From an optimization exercise on the open Yosys and OpenROAD flow, aimed at small area, a short achievable clock period and few clock cycles per item; shortcuts taken in it are not production practice.

==> inputs of wip/fjord <==
Design sr_gen, start of the top module:
module sr_gen (
    input  wire        clk,
    input  wire        rst,
    input  wire        in_valid,
    output wire        in_ready,
    input  wire        in_load,
    input  wire [63:0] in_j,
    input  wire [63:0] in_s,
    input  wire [31:0] in_t,
    input  wire [47:0] in_x,
    output wire        out_valid,
    input  wire        out_ready,
    output wire [23:0] out_u
);
    localparam [63:0] KEY_SALT = 64'h6A3D_2F59_C1B8_7E05;
    localparam integer D = 6;     
    localparam [2:0] ST_IDLE = 3'd0;    
    localparam [2:0] ST_K1   = 3'd1;    
    localparam [2:0] ST_I2   = 3'd2;    
    localparam [2:0] ST_K2   = 3'd3;    
    localparam [2:0] ST_I3   = 3'd4;    
    localparam [2:0] ST_K3   = 3'd5;    
    reg  [2:0]  st;
    reg  [63:0] key;
    reg  [31:0] t_hold;
    reg         rdy, rdy_o;             
    reg         v1, v2, v3, v4;         
    reg         k1, k2, k3, k4;         
    reg  [63:0] a1, na1;
    reg  [63:0] a2, na2;
    wire ta_s1, ta_c1;
    sr_fa ta_fata_s1 (.a(na1[4]), .b(a1[2]), .c(a1[0]), .s(ta_s1), .co(ta_c1));
    wire ta_s2, ta_c2;
    sr_fa ta_fata_s2 (.a(na1[5]), .b(a1[3]), .c(a1[1]), .s(ta_s2), .co(ta_c2));
    wire ta_s3, ta_c3;
    sr_fa ta_fata_s3 (.a(na1[6]), .b(a1[4]), .c(a1[2]), .s(ta_s3), .co(ta_c3));
    wire ta_s4, ta_c4;
    sr_fa ta_fata_s4 (.a(na1[7]), .b(a1[5]), .c(a1[3]), .s(ta_s4), .co(ta_c4));
    wire ta_s5, ta_c5;
    sr_fa ta_fata_s5 (.a(na1[0]), .b(ta_c3), .c(ta_s4), .s(ta_s5), .co(ta_c5));
    wire ta_s6, ta_c6;
    sr_fa ta_fata_s6 (.a(na1[8]), .b(a1[6]), .c(a1[4]), .s(ta_s6), .co(ta_c6));
    wire ta_s7, ta_c7;
    sr_fa ta_fata_s7 (.a(na1[1]), .b(ta_c4), .c(ta_s6), .s(ta_s7), .co(ta_c7));
    wire ta_s8, ta_c8;
    sr_fa ta_fata_s8 (.a(na1[9]), .b(a1[7]), .c(a1[5]), .s(ta_s8), .co(ta_c8));
    wire ta_s9 = ~1'b0 ^ na1[2] ^ na1[0];
    wire ta_c9 = (~1'b0 & na1[2]) | (~1'b0 & na1[0]) | (na1[2] & na1[0]);
    wire ta_s10, ta_c10;
    sr_fa ta_fata_s10 (.a(ta_s9), .b(ta_c6), .c(ta_s8), .s(ta_s10), .co(ta_c10));
    wire ta_s11, ta_c11;
    sr_fa ta_fata_s11 (.a(na1[10]), .b(a1[8]), .c(a1[6]), .s(ta_s11), .co(ta_c11));
    wire ta_s12, ta_c12;
    sr_fa ta_fata_s12 (.a(na1[3]), .b(na1[1]), .c(ta_c9), .s(ta_s12), .co(ta_c12));
    wire ta_s13, ta_c13;
  ...
==> flow/config.mk <==
export PLATFORM = sky130hd
export DESIGN_NAME = sr_gen
export DESIGN_NICKNAME = sr_gen
export VERILOG_FILES = /design/flow/design.v
export SDC_FILE = /design/flow/constraint.sdc
export NUM_CORES = 4
export LEC_CHECK = 0
export CAP_MARGIN = 50
export CORE_MARGIN = 2
export CORE_UTILIZATION = 50
export PLACE_DENSITY = 0.65
export SETUP_SLACK_MARGIN = 0.4
export SLEW_MARGIN = 80
export SYNTH_HIERARCHICAL = 1
==> flow/constraint.sdc <==
create_clock -name core_clock -period 12.0 [get_ports {clk}]
set_input_delay 2.4000 -clock core_clock [delete_from_list [all_inputs] [get_ports {clk}]]
set_output_delay 2.4000 -clock core_clock [all_outputs]
set_load 0.01 [all_outputs]
standard.sh (not shown) runs the stock make flow with config.mk's settings and CLKGATE_MAP_FILE= SYNTH_SCRIPT=/design/flow/synth_recipe.tcl, a recipe that flattens the netlist after the stock synthesis.
==> flow/flow/run.sh <==
#!/bin/bash
# Layout: the standard flow (standard.sh) with the standard synthesis
# unchanged. After synthesis two things differ from the standard run:
#  - the port buffers are buf_2 cells instead of the delay cell that
#    buffer_ports picks by default (every port still gets its buffer);
#  - the delay cells (clkdlybuf4s*, dlygate*, dlymetal*) are added to the
#    platform's don't-use list, so the repair of slew, capacitance and long
#    wires uses plain buffers.
# Each tool's output goes to a log file of its own in this folder.
set -euo pipefail
bash standard.sh synth > synth.log 2>&1
FULL=$(make -s -C "$FLOW_HOME" DESIGN_CONFIG="$PWD/config.mk" WORK_HOME="$PWD/orfs" \
       print-DONT_USE_CELLS 2> print_dont_use.log | sed -n 's/^DONT_USE_CELLS: //p')
DU="$FULL"
for c in clkdlybuf4s15_1 clkdlybuf4s15_2 clkdlybuf4s18_1 clkdlybuf4s18_2 \
         clkdlybuf4s25_1 clkdlybuf4s25_2 clkdlybuf4s50_1 clkdlybuf4s50_2 \
         dlygate4sd1_1 dlygate4sd2_1 dlygate4sd3_1 \
         dlymetal6s2s_1 dlymetal6s4s_1 dlymetal6s6s_1; do
  DU="$DU sky130_fd_sc_hd__$c"
done
echo "DONT_USE_CELLS=$DU" > dont_use.txt
bash standard.sh "DONT_USE_CELLS=$DU" \
  "BUFFER_PORTS_ARGS=-buffer_cell sky130_fd_sc_hd__buf_2" finish > layout.log 2>&1
==> wip/maple (differences from wip/fjord) <==
--- a/flow/design.v
+++ b/flow/design.v
@@ -2379,13 +2379,13 @@
     sr_fa tb_fatb_s1173 (.a(tb_c1151), .b(tb_s1169), .c(tb_s1170), .s(tb_s1173), .co(tb_c1173));
     wire tb_s1174, tb_c1174;
     sr_fa tb_fatb_s1174 (.a(tb_s1171), .b(tb_c1152), .c(tb_s1172), .s(tb_s1174), .co(tb_c1174));
     wire tb_s1175, tb_c1175;
     sr_fa tb_fatb_s1175 (.a(tb_c1153), .b(tb_s1173), .c(tb_c1154), .s(tb_s1175), .co(tb_c1175));
     wire tb_s1176, tb_c1176;
-    sr_fa tb_fatb_s1176 (.a(tb_s1174), .b(tb_c1155), .c(tb_s1175), .s(tb_s1176), .co(tb_c1176));
+    sr_fa tb_fatb_s1176 (.a(cs2[0]), .b(cs2[1]), .c(cs2[2]), .s(tb_s1176), .co(tb_c1176));
     wire tb_s1177, tb_c1177;
     sr_fa tb_fatb_s1177 (.a(a2[59]), .b(a2[57]), .c(na2[53]), .s(tb_s1177), .co(tb_c1177));
     wire tb_s1178, tb_c1178;
     sr_fa tb_fatb_s1178 (.a(a2[49]), .b(na2[47]), .c(na2[45]), .s(tb_s1178), .co(tb_c1178));
     wire tb_s1179, tb_c1179;
     sr_fa tb_fatb_s1179 (.a(na2[42]), .b(na2[39]), .c(a2[36]), .s(tb_s1179), .co(tb_c1179));
@@ -2421,13 +2421,13 @@
     sr_fa tb_fatb_s1194 (.a(tb_s1190), .b(tb_s1191), .c(tb_c1172), .s(tb_s1194), .co(tb_c1194));
     wire tb_s1195, tb_c1195;
     sr_fa tb_fatb_s1195 (.a(tb_c1173), .b(tb_s1192), .c(tb_s1193), .s(tb_s1195), .co(tb_c1195));
     wire tb_s1196, tb_c1196;
     sr_fa tb_fatb_s1196 (.a(tb_c1174), .b(tb_s1194), .c(tb_s1195), .s(tb_s1196), .co(tb_c1196));
     wire tb_s1197, tb_c1197;
-    sr_fa tb_fatb_s1197 (.a(cs2[0]), .b(cs2[1]), .c(cs2[2]), .s(tb_s1197), .co(tb_c1197));
+    sr_fa tb_fatb_s1197 (.a(cs2[3]), .b(cs2[4]), .c(tb_c1176), .s(tb_s1197), .co(tb_c1197));
     wire tb_s1198, tb_c1198;
     sr_fa tb_fatb_s1198 (.a(a2[60]), .b(a2[58]), .c(na2[54]), .s(tb_s1198), .co(tb_c1198));
     wire tb_s1199, tb_c1199;
     sr_fa tb_fatb_s1199 (.a(a2[50]), .b(na2[48]), .c(na2[46]), .s(tb_s1199), .co(tb_c1199));
     wire tb_s1200, tb_c1200;
     sr_fa tb_fatb_s1200 (.a(na2[43]), .b(na2[40]), .c(a2[37]), .s(tb_s1200), .co(tb_c1200));
@@ -2463,13 +2463,13 @@
     sr_fa tb_fatb_s1215 (.a(tb_s1211), .b(tb_s1212), .c(tb_c1192), .s(tb_s1215), .co(tb_c1215));
     wire tb_s1216, tb_c1216;
     sr_fa tb_fatb_s1216 (.a(tb_s1213), .b(tb_c1193), .c(tb_s1214), .s(tb_s1216), .co(tb_c1216));
     wire tb_s1217, tb_c1217;
     sr_fa tb_fatb_s1217 (.a(tb_c1194), .b(tb_s1215), .c(tb_c1195), .s(tb_s1217), .co(tb_c1217));
     wire tb_s1218, tb_c1218;
-    sr_fa tb_fatb_s1218 (.a(tb_s1216), .b(tb_c1196), .c(tb_s1217), .s(tb_s1218), .co(tb_c1218));
+    sr_fa tb_fatb_s1218 (.a(cs2[5]), .b(cs2[6]), .c(cs2[7]), .s(tb_s1218), .co(tb_c1218));
     wire tb_s1219, tb_c1219;
     sr_fa tb_fatb_s1219 (.a(a2[61]), .b(a2[59]), .c(na2[55]), .s(tb_s1219), .co(tb_c1219));
     wire tb_s1220, tb_c1220;
     sr_fa tb_fatb_s1220 (.a(a2[51]), .b(na2[49]), .c(na2[47]), .s(tb_s1220), .co(tb_c1220));
     wire tb_s1221, tb_c1221;
     sr_fa tb_fatb_s1221 (.a(na2[44]), .b(na2[41]), .c(a2[38]), .s(tb_s1221), .co(tb_c1221));
@@ -2507,13 +2507,13 @@
     sr_fa tb_fatb_s1237 (.a(tb_s1234), .b(tb_c1213), .c(tb_c1214), .s(tb_s1237), .co(tb_c1237));
     wire tb_s1238, tb_c1238;
     sr_fa tb_fatb_s1238 (.a(tb_s1235), .b(tb_s1236), .c(tb_c1215), .s(tb_s1238), .co(tb_c1238));
     wire tb_s1239, tb_c1239;
     sr_fa tb_fatb_s1239 (.a(tb_c1216), .b(tb_s1237), .c(tb_s1238), .s(tb_s1239), .co(tb_c1239));
     wire tb_s1240, tb_c1240;
-    sr_fa tb_fatb_s1240 (.a(cs2[3]), .b(cs2[4]), .c(cs2[5]), .s(tb_s1240), .co(tb_c1240));
+    sr_fa tb_fatb_s1240 (.a(cs2[8]), .b(cs2[9]), .c(tb_c1218), .s(tb_s1240), .co(tb_c1240));
     wire tb_s1241, tb_c1241;
     sr_fa tb_fatb_s1241 (.a(a2[62]), .b(a2[60]), .c(na2[56]), .s(tb_s1241), .co(tb_c1241));
     wire tb_s1242, tb_c1242;
     sr_fa tb_fatb_s1242 (.a(a2[52]), .b(na2[50]), .c(na2[48]), .s(tb_s1242), .co(tb_c1242));
     wire tb_s1243, tb_c1243;
     sr_fa tb_fatb_s1243 (.a(na2[45]), .b(na2[42]), .c(a2[39]), .s(tb_s1243), .co(tb_c1243));
@@ -2551,13 +2551,13 @@
     sr_fa tb_fatb_s1259 (.a(tb_s1255), .b(tb_s1256), .c(tb_c1235), .s(tb_s1259), .co(tb_c1259));
     wire tb_s1260, tb_c1260;
     sr_fa tb_fatb_s1260 (.a(tb_s1257), .b(tb_c1236), .c(tb_s1258), .s(tb_s1260), .co(tb_c1260));
     wire tb_s1261, tb_c1261;
     sr_fa tb_fatb_s1261 (.a(tb_c1237), .b(tb_s1259), .c(tb_s1260), .s(tb_s1261), .co(tb_c1261));
     wire tb_s1262, tb_c1262;
-    sr_fa tb_fatb_s1262 (.a(tb_c1238), .b(tb_s1261), .c(tb_c1239), .s(tb_s1262), .co(tb_c1262));
+    sr_fa tb_fatb_s1262 (.a(cs2[10]), .b(cs2[11]), .c(cs2[12]), .s(tb_s1262), .co(tb_c1262));
     wire tb_s1263, tb_c1263;
     sr_fa tb_fatb_s1263 (.a(a2[63]), .b(a2[61]), .c(na2[57]), .s(tb_s1263), .co(tb_c1263));
     wire tb_s1264, tb_c1264;
     sr_fa tb_fatb_s1264 (.a(a2[53]), .b(na2[51]), .c(na2[49]), .s(tb_s1264), .co(tb_c1264));
     wire tb_s1265, tb_c1265;
     sr_fa tb_fatb_s1265 (.a(na2[46]), .b(na2[43]), .c(a2[40]), .s(tb_s1265), .co(tb_c1265));
@@ -2597,16 +2597,16 @@
     sr_fa tb_fatb_s1282 (.a(tb_s1279), .b(tb_c1257), .c(tb_c1258), .s(tb_s1282), .co(tb_c1282));
     wire tb_s1283, tb_c1283;
     sr_fa tb_fatb_s1283 (.a(tb_s1280), .b(tb_s1281), .c(tb_c1259), .s(tb_s1283), .co(tb_c1283));
     wire tb_s1284, tb_c1284;
     sr_fa tb_fatb_s1284 (.a(tb_c1260), .b(tb_s1282), .c(tb_s1283), .s(tb_s1284), .co(tb_c1284));
     wire tb_s1285, tb_c1285;
-    sr_fa tb_fatb_s1285 (.a(cs2[6]), .b(cs2[7]), .c(cs2[8]), .s(tb_s1285), .co(tb_c1285));
-    reg  [112:0] cs2;
-    wire [112:0] cs2_d = {tb_s1262, tb_s1218, tb_s1176, tb_c1156, tb_s1156, tb_c1136, tb_s1136, tb_c1117, tb_s1117, tb_c1098, tb_s1098, tb_c1079, tb_s1079, tb_c1061, tb_s1061, tb_s1043, tb_c1026, tb_s1026, tb_c1009, tb_s1009, tb_c993, tb_s993, tb_c977, tb_s977, tb_c961, tb_s961, tb_c946, tb_s946, tb_c931, tb_s931, tb_s916, tb_c902, tb_s902, tb_c888, tb_s888, tb_s874, tb_c861, tb_s861, tb_c848, tb_s848, tb_s835, tb_c823, tb_s823, tb_c811, tb_s811, tb_c799, tb_s799, tb_s787, tb_c776, tb_s776, tb_c765, tb_s765, tb_c755, tb_s755, tb_c745, tb_s745, tb_s735, tb_c726, tb_s726, tb_c717, tb_s717, tb_c709, tb_s709, tb_s701, tb_c694, tb_s694, tb_s687, tb_c681, tb_s681, tb_c675, tb_s675, tb_c669, tb_s669, tb_c664, tb_s664, tb_c659, tb_s659, tb_c654, tb_s654, tb_c650, tb_s650, tb_c646, tb_s646, tb_c642, tb_s642, tb_c639, tb_s639, tb_c636, tb_s636, tb_c634, tb_s634, tb_s632, tb_c631, tb_s631, tb_c630, tb_s630, tb_c629, tb_s629, a2[5], a2[4], a2[3], a2[2], a2[1], a2[0], tb_c1262, tb_s1284, tb_c1261, tb_c1218, tb_s1239, tb_c1217, tb_c1176, tb_s1196, tb_c1175};
-    wire [63:0] pb_1286 = {tb_s1285, tb_c1240, tb_s1240, tb_c1197, tb_s1197, cs2[109], cs2[107], cs2[105], cs2[103], cs2[101], cs2[99], cs2[98], cs2[96], cs2[94], cs2[92], cs2[90], cs2[88], cs2[86], cs2[84], cs2[83], cs2[81], cs2[79], cs2[78], cs2[76], cs2[74], cs2[73], cs2[71], cs2[69], cs2[67], cs2[66], cs2[64], cs2[62], cs2[60], cs2[58], cs2[57], cs2[55], cs2[53], cs2[51], cs2[50], cs2[48], cs2[47], cs2[45], cs2[43], cs2[41], cs2[39], cs2[37], cs2[35], cs2[33], cs2[31], cs2[29], cs2[27], cs2[25], cs2[23], cs2[22], cs2[20], cs2[18], cs2[16], 1'b1, cs2[14], cs2[13], cs2[12], cs2[11], cs2[10], cs2[9]} + {1'b0, cs2[112], 1'b0, cs2[111], 1'b0, cs2[110], cs2[108], cs2[106], cs2[104], cs2[102], cs2[100], 1'b0, cs2[97], cs2[95], cs2[93], cs2[91], cs2[89], cs2[87], cs2[85], 1'b0, cs2[82], cs2[80], 1'b0, cs2[77], cs2[75], 1'b0, cs2[72], cs2[70], cs2[68], 1'b0, cs2[65], cs2[63], cs2[61], cs2[59], 1'b0, cs2[56], cs2[54], cs2[52], 1'b0, cs2[49], 1'b0, cs2[46], cs2[44], cs2[42], cs2[40], cs2[38], cs2[36], cs2[34], cs2[32], cs2[30], cs2[28], cs2[26], cs2[24], 1'b0, cs2[21], cs2[19], cs2[17], cs2[15], cs2[12], cs2[11], cs2[10], cs2[9], 1'b0, 1'b0};
+    sr_fa tb_fatb_s1285 (.a(cs2[13]), .b(cs2[14]), .c(tb_c1262), .s(tb_s1285), .co(tb_c1285));
+    reg  [115:0] cs2;
+    wire [115:0] cs2_d = {tb_c1156, tb_s1156, tb_c1136, tb_s1136, tb_c1117, tb_s1117, tb_c1098, tb_s1098, tb_c1079, tb_s1079, tb_c1061, tb_s1061, tb_s1043, tb_c1026, tb_s1026, tb_c1009, tb_s1009, tb_c993, tb_s993, tb_c977, tb_s977, tb_c961, tb_s961, tb_c946, tb_s946, tb_c931, tb_s931, tb_s916, tb_c902, tb_s902, tb_c888, tb_s888, tb_s874, tb_c861, tb_s861, tb_c848, tb_s848, tb_s835, tb_c823, tb_s823, tb_c811, tb_s811, tb_c799, tb_s799, tb_s787, tb_c776, tb_s776, tb_c765, tb_s765, tb_c755, tb_s755, tb_c745, tb_s745, tb_s735, tb_c726, tb_s726, tb_c717, tb_s717, tb_c709, tb_s709, tb_s701, tb_c694, tb_s694, tb_s687, tb_c681, tb_s681, tb_c675, tb_s675, tb_c669, tb_s669, tb_c664, tb_s664, tb_c659, tb_s659, tb_c654, tb_s654, tb_c650, tb_s650, tb_c646, tb_s646, tb_c642, tb_s642, tb_c639, tb_s639, tb_c636, tb_s636, tb_c634, tb_s634, tb_s632, tb_c631, tb_s631, tb_c630, tb_s630, tb_c629, tb_s629, a2[5], a2[4], a2[3], a2[2], a2[1], a2[0], tb_s1284, tb_c1261, tb_c1239, tb_s1261, tb_c1238, tb_s1239, tb_c1217, tb_s1217, tb_c1196, tb_s1216, tb_s1196, tb_c1175, tb_s1175, tb_c1155, tb_s1174};
+    wire [63:0] pb_1286 = {tb_s1285, tb_c1240, tb_s1240, tb_c1197, tb_s1197, cs2[115], cs2[113], cs2[111], cs2[109], cs2[107], cs2[105], cs2[104], cs2[102], cs2[100], cs2[98], cs2[96], cs2[94], cs2[92], cs2[90], cs2[89], cs2[87], cs2[85], cs2[84], cs2[82], cs2[80], cs2[79], cs2[77], cs2[75], cs2[73], cs2[72], cs2[70], cs2[68], cs2[66], cs2[64], cs2[63], cs2[61], cs2[59], cs2[57], cs2[56], cs2[54], cs2[53], cs2[51], cs2[49], cs2[47], cs2[45], cs2[43], cs2[41], cs2[39], cs2[37], cs2[35], cs2[33], cs2[31], cs2[29], cs2[28], cs2[26], cs2[24], cs2[22], 1'b1, cs2[20], cs2[19], cs2[18], cs2[17], cs2[16], cs2[15]} + {1'b0, tb_s1262, 1'b0, tb_s1218, 1'b0, tb_s1176, cs2[114], cs2[112], cs2[110], cs2[108], cs2[106], 1'b0, cs2[103], cs2[101], cs2[99], cs2[97], cs2[95], cs2[93], cs2[91], 1'b0, cs2[88], cs2[86], 1'b0, cs2[83], cs2[81], 1'b0, cs2[78], cs2[76], cs2[74], 1'b0, cs2[71], cs2[69], cs2[67], cs2[65], 1'b0, cs2[62], cs2[60], cs2[58], 1'b0, cs2[55], 1'b0, cs2[52], cs2[50], cs2[48], cs2[46], cs2[44], cs2[42], cs2[40], cs2[38], cs2[36], cs2[34], cs2[32], cs2[30], 1'b0, cs2[27], cs2[25], cs2[23], cs2[21], cs2[18], cs2[17], cs2[16], cs2[15], 1'b0, 1'b0};
     wire [63:0] m2 = {pb_1286[63], pb_1286[62], pb_1286[61], pb_1286[60], pb_1286[59], pb_1286[58], pb_1286[57], pb_1286[56], pb_1286[55], pb_1286[54], pb_1286[53], pb_1286[52], pb_1286[51], pb_1286[50], pb_1286[49], pb_1286[48], pb_1286[47], pb_1286[46], pb_1286[45], pb_1286[44], pb_1286[43], pb_1286[42], pb_1286[41], pb_1286[40], pb_1286[39], pb_1286[38], pb_1286[37], pb_1286[36], pb_1286[35], pb_1286[34], pb_1286[33], pb_1286[32], pb_1286[31], pb_1286[30], pb_1286[29], pb_1286[28], pb_1286[27], pb_1286[26], pb_1286[25], pb_1286[24], pb_1286[23], pb_1286[22], pb_1286[21], pb_1286[20], pb_1286[19], pb_1286[18], pb_1286[17], pb_1286[16], pb_1286[15], pb_1286[14], pb_1286[13], pb_1286[12], pb_1286[11], pb_1286[10], pb_1286[9], pb_1286[8], pb_1286[7], pb_1286[6], pb_1286[5], pb_1286[4], pb_1286[3], pb_1286[2], pb_1286[1], pb_1286[0]};
     wire [63:0] r = m2 ^ (m2 >> 32);
     reg         ov;
     reg  [23:0] ou;
     reg  [23:0] fifo [0:D-2];
     reg  [2:0]  wp, rp;
@@ -2696,13 +2696,13 @@
         a1  <= a1_d;
         na1 <= ~a1_d;
         cs1 <= cs1_d;
         a2  <= a2_d;
         na2 <= ~a2_d;
         cs2 <= cs2_d;
-        if (fpush)
+        if (push)                       
             fifo[wp] <= r[63:40];
         if (hfree)
             ou <= fempty ? r[63:40] : fifo[rp];
     end
 endmodule
 module sr_fa (
CAP_MARGIN = 30   (was 50)
SLEW_MARGIN = 60   (was 80)
==> results.txt <==
metric	wip/maple	wip/fjord
Result of the run	complete, no violations	complete, no violations
Slew HR	57.8%	76.5%
Vias	37900	39500
Non-clock inverter instance count of the final layout	229	221
Data arrival at the endpoint of the critical path	4.99 ns	5.00 ns
Final Non-Filler Cells	6144	6490
Antenna Cells	4	3
Final cell utilization of the core	56.4%	60.1%
Post-Synthesis Mean Instance Area	13.2 sq um	13.2 sq um
Xor/xnor cell area share of the yosys netlist	4.31%	4.19%
Final worst-path cycle share	37.2%	36.9%
Sum of routed wire length over all layers	197 mm	200 mm
Function was not checked in any run of this note: the RTL went through the layout flow alone.

==> what the ideal ports hide <==
No port has a modelled driver above. Below, the same layouts with a new extraction and two added sets of constraints.
Step 1: set_driving_cell puts a clkbuf_16 on clk and a buf_2 on each other input, an assumption about the parent block.
Step 2, shift: input delay + t, output delay - t, t = (earliest + latest rising clock arrival at the registers) / 2. This alone moves slack from input paths to output paths.
a / b / c = no drivers / after step 1 / after step 2; a / b = the first two.
run	t, ns	setup slack, ns	latest minus earliest clock arrival (ns)
wip/fjord	0.744	7.570 / 7.570 / 7.277	0.050 / 0.050
wip/maple	0.748	7.536 / 7.536 / 7.252	0.075 / 0.075
After both steps setup and hold are still met in every run listed. The setup slack of wip/fjord, which loses most, moves by 0.000 ns with the drivers and by -0.293 ns with both steps.
